This is an optimization exercise on Yosys and OpenROAD, whose aim is small area, a short achievable clock period and few clock cycles per item, not a production implementation.
Where RTL was checked, it was by simulation tests only, not by an equivalence proof against the original.

==> flow/design.v (excerpt) <==
module dx_ecc (
    input  wire        clk,
    input  wire        rst,
    input  wire        in_valid,
    output wire        in_ready,
    input  wire        in_op,
    input  wire [63:0] in_data,
    input  wire [15:0] in_check,
    output reg         out_valid,
    output reg  [63:0] out_data,
    output reg  [15:0] out_check,
    output reg  [2:0]  out_status
);
Size in the first run: roughly 280 flip-flops, about 170 I/O pins, ~0.017 mm² of cells after synthesis.
Settings: LEC_CHECK=0, CAP_MARGIN=20, CORE_MARGIN=2, CORE_UTILIZATION=40, SLEW_MARGIN=20; clock period 14.0 ns.
standard.sh (not shown) runs the stock make flow with config.mk's settings and CLKGATE_MAP_FILE= SYNTH_SCRIPT=/design/flow/synth_recipe.tcl, a recipe that flattens the netlist after the stock synthesis.
==> flow/flow/run.sh <==
#!/bin/bash
# Own flow: the standard layout (standard synthesis unchanged), with
#  - port buffers of sky130_fd_sc_hd__buf_2 instead of the automatically chosen cell;
set -euo pipefail
bash standard.sh \
  "SETUP_SLACK_MARGIN=${FLOW_SETUP_MARGIN:-9.3}" \
  "BUFFER_PORTS_ARGS=-buffer_cell sky130_fd_sc_hd__buf_2" \
  finish > standard_make.log 2>&1
Change:
--- a/flow/design.v
+++ b/flow/design.v
@@ -520,19 +520,19 @@
         assign rd[13] = xr[40];
         assign cb_1 = op_1 ? c_1[14:0] : {q_1, rd};
     end endgenerate
     generate if (1) begin : g_E
         assign e_1 = gf_mul(s1_1, gf_sq(s1_1)) ^ s3_1;
         assign i3_1 = gf_inv3(s1_1);
     end endgenerate
     generate if (1) begin : g_K
-        wire [12:0] kp = gf_pmul(e_1, i3_1);
+        wire [12:0] kp = gf_pmul(s3_1, i3_1);
         assign z_1 = gf_ht13(kp);
-        assign t0_1 = ~^(kp & 13'h0881);
+        assign t0_1 = ^(kp & 13'h0881);
         assign ez_1 = (e_1 == 7'd0);
         assign szero_1 = (s1_1 == 7'd0) && (e_1 == 7'd0);
         wire [6:0] ts1 = s1_1 ^ 7'h40;
         wire tz = (ts1 == 7'd0) && (e_1 == 7'h12);
         wire ts = in_set(ts1) && (e_1 == (pois_lin(s1_1) ^ 7'h12));
         wire [1:0] tp = {s15_1, p1_1} ^ 2'd2;
         assign pz_1 = (tz && (tp != 2'd3)) || (ts && (tp == 2'd1));
     end endgenerate
=>
- global-route usage goes up by 0.87 points
- worst setup slack gets better by 69 ps
- cell area went up slightly
- maximum frequency rises slightly
- sequential cell count stays the same
- via count fell slightly
- wire length drops slightly
- clock skew went down by 4.2 ps
- utilization rose by 1.4 points
- hold slack improved by 7.5 ps
- synthesized cell count stays flat
- non-clock buffer count went up by 10
Testbench counts after the change, summed over its fixed seeds: cycles 12,024, items 12,000.
No functional check of the RTL was part of the first run of this note.

* * *

dx_ecc, a different RTL version from the one above (not shown whole).
For scale: about 280 flip-flops, about 170 I/O pins, roughly 16000 um2 of cells after synthesis.
export LEC_CHECK = 0
export CAP_MARGIN = 20
export CORE_MARGIN = 2
export CORE_UTILIZATION = 60
export CTS_BUF_LIST = sky130_fd_sc_hd__clkbuf_4 sky130_fd_sc_hd__clkbuf_8
export CTS_CLUSTER_DIAMETER = 80
export CTS_CLUSTER_SIZE = 16
export SLEW_MARGIN = 20
create_clock -name core_clock -period 14.0 [get_ports {clk}]
==> flow/flow/run.sh <==
#!/bin/bash
# Own flow: the standard layout (standard synthesis unchanged), with
#  - port buffers of sky130_fd_sc_hd__buf_2 instead of the automatically chosen cell;
set -euo pipefail
bash standard.sh \
  "SETUP_SLACK_MARGIN=${FLOW_SETUP_MARGIN:-9.5}" \
  "BUFFER_PORTS_ARGS=-buffer_cell sky130_fd_sc_hd__buf_2" \
  finish > standard_make.log 2>&1
Testbench counts at the start, summed over its fixed seeds: cycles 12,024, items 12,000.
Then changed:
--- a/flow/design.v
+++ b/flow/design.v
@@ -63,16 +63,27 @@
             gf_sq[1] = ^(x & 7'h50);
             gf_sq[2] = ^(x & 7'h02);
             gf_sq[3] = ^(x & 7'h20);
             gf_sq[4] = ^(x & 7'h54);
             gf_sq[5] = ^(x & 7'h40);
             gf_sq[6] = ^(x & 7'h28);
         end
     endfunction
+    function automatic [6:0] gf_cube(input [6:0] x);
+        begin
+            gf_cube[0] = x[0] ^ x[5] ^ (x[1] & x[3]) ^ (x[2] & x[3]) ^ (x[2] & x[6]) ^ (x[3] & x[4]) ^ (x[3] & x[5]) ^ (x[3] & x[6]) ^ (x[4] & x[5]) ^ (x[4] & x[6]);
+            gf_cube[1] = x[4] ^ x[5] ^ (x[0] & x[1]) ^ (x[0] & x[4]) ^ (x[0] & x[6]) ^ (x[1] & x[6]) ^ (x[2] & x[3]) ^ (x[2] & x[4]) ^ (x[2] & x[5]) ^ (x[4] & x[6]) ^ (x[5] & x[6]);
+            gf_cube[2] = x[3] ^ (x[0] & x[1]) ^ (x[0] & x[2]) ^ (x[1] & x[4]) ^ (x[1] & x[6]) ^ (x[2] & x[5]) ^ (x[3] & x[5]) ^ (x[4] & x[5]) ^ (x[4] & x[6]);
+            gf_cube[3] = x[1] ^ x[5] ^ x[6] ^ (x[0] & x[3]) ^ (x[0] & x[5]) ^ (x[1] & x[3]) ^ (x[2] & x[3]) ^ (x[2] & x[4]) ^ (x[2] & x[6]) ^ (x[3] & x[5]) ^ (x[3] & x[6]) ^ (x[5] & x[6]);
+            gf_cube[4] = x[4] ^ x[6] ^ (x[0] & x[2]) ^ (x[0] & x[6]) ^ (x[1] & x[2]) ^ (x[1] & x[5]) ^ (x[1] & x[6]) ^ (x[2] & x[3]) ^ (x[2] & x[4]) ^ (x[2] & x[5]) ^ (x[3] & x[4]) ^ (x[3] & x[5]) ^ (x[3] & x[6]) ^ (x[4] & x[6]) ^ (x[5] & x[6]);
+            gf_cube[5] = x[3] ^ x[4] ^ (x[0] & x[5]) ^ (x[0] & x[6]) ^ (x[1] & x[2]) ^ (x[1] & x[3]) ^ (x[1] & x[4]) ^ (x[1] & x[6]) ^ (x[3] & x[5]) ^ (x[3] & x[6]) ^ (x[4] & x[5]) ^ (x[5] & x[6]);
+            gf_cube[6] = x[2] ^ x[6] ^ (x[0] & x[3]) ^ (x[0] & x[5]) ^ (x[0] & x[6]) ^ (x[1] & x[4]) ^ (x[1] & x[6]) ^ (x[2] & x[4]) ^ (x[3] & x[4]) ^ (x[3] & x[5]) ^ (x[4] & x[6]);
+        end
+    endfunction
     function automatic [6:0] gf_ht(input [6:0] x);
         begin
             gf_ht[0] = ^(x & 7'h00);
             gf_ht[1] = ^(x & 7'h5c);
             gf_ht[2] = ^(x & 7'h58);
             gf_ht[3] = ^(x & 7'h60);
             gf_ht[4] = ^(x & 7'h16);
             gf_ht[5] = ^(x & 7'h68);
@@ -516,17 +527,17 @@
         assign rd[9] = xr[32];
         assign rd[10] = xr[34];
         assign rd[11] = xr[37];
         assign rd[12] = xr[38];
         assign rd[13] = xr[40];
         assign cb_1 = op_1 ? c_1[14:0] : {q_1, rd};
     end endgenerate
     generate if (1) begin : g_E
-        assign e_1 = gf_mul(s1_1, gf_sq(s1_1)) ^ s3_1;
+        assign e_1 = gf_cube(s1_1) ^ s3_1;
         assign i3_1 = gf_inv3(s1_1);
     end endgenerate
     generate if (1) begin : g_K
         assign s1g_1 = s1_1 & {7{op_1}};
         wire [12:0] kp = gf_pmul(s3_1, i3_1);
         assign z_1 = gf_ht13(kp);
         assign t0_1 = ^(kp & 13'h0881);
         assign ez_1 = (e_1 == 7'd0);
Count of clock-buffer cells in the layout came out higher by 1.
Fmax stays flat.
Non-clock buffer count does not change.
Global-route usage drops by 0.87 points.
Sequential cell count is unchanged.
Utilization decreases by 0.64 points.
Register-to-register slack degrades by 30 ps.
No functional check of the RTL was part of the second run of this note.

[separate check: timing with driven ports]
How much do the figures lean on ideal ports? The routed layouts below were timed once more, with nothing changed but the port constraints. Step 1 assumes that a clkbuf_16 drives the clock port and a buf_2 every other input. Step 2 moves the port delays by t, midway between the first and last clock arrival at a register: inputs arrive t later, outputs are due t later. That takes back most of the time a late clock gives input paths. Slacks: no drivers / after step 1 / after step 2; pairs: no drivers / after step 1.
| run | shift t [ns] | setup WS [ns] | worst slew at a driven data input, ns |
|---|---|---|---|
| the first run of note 1 | 0.598 | 9.412 / 9.441 / 8.843 | 0.04 |
| the second run of note 1 | 0.599 | 9.481 / 9.489 / 8.907 | 0.05 |
| the first run of note 2 | 0.603 | 9.624 / 9.647 / 9.044 | 0.05 |
| the second run of note 2 | 0.604 | 9.631 / 9.631 / 9.124 | 0.06 |
After both steps every run listed still meets setup and hold. For the first run of note 2, which loses most, drivers alone change the setup slack by +0.023 ns; drivers and shift together by -0.580 ns.
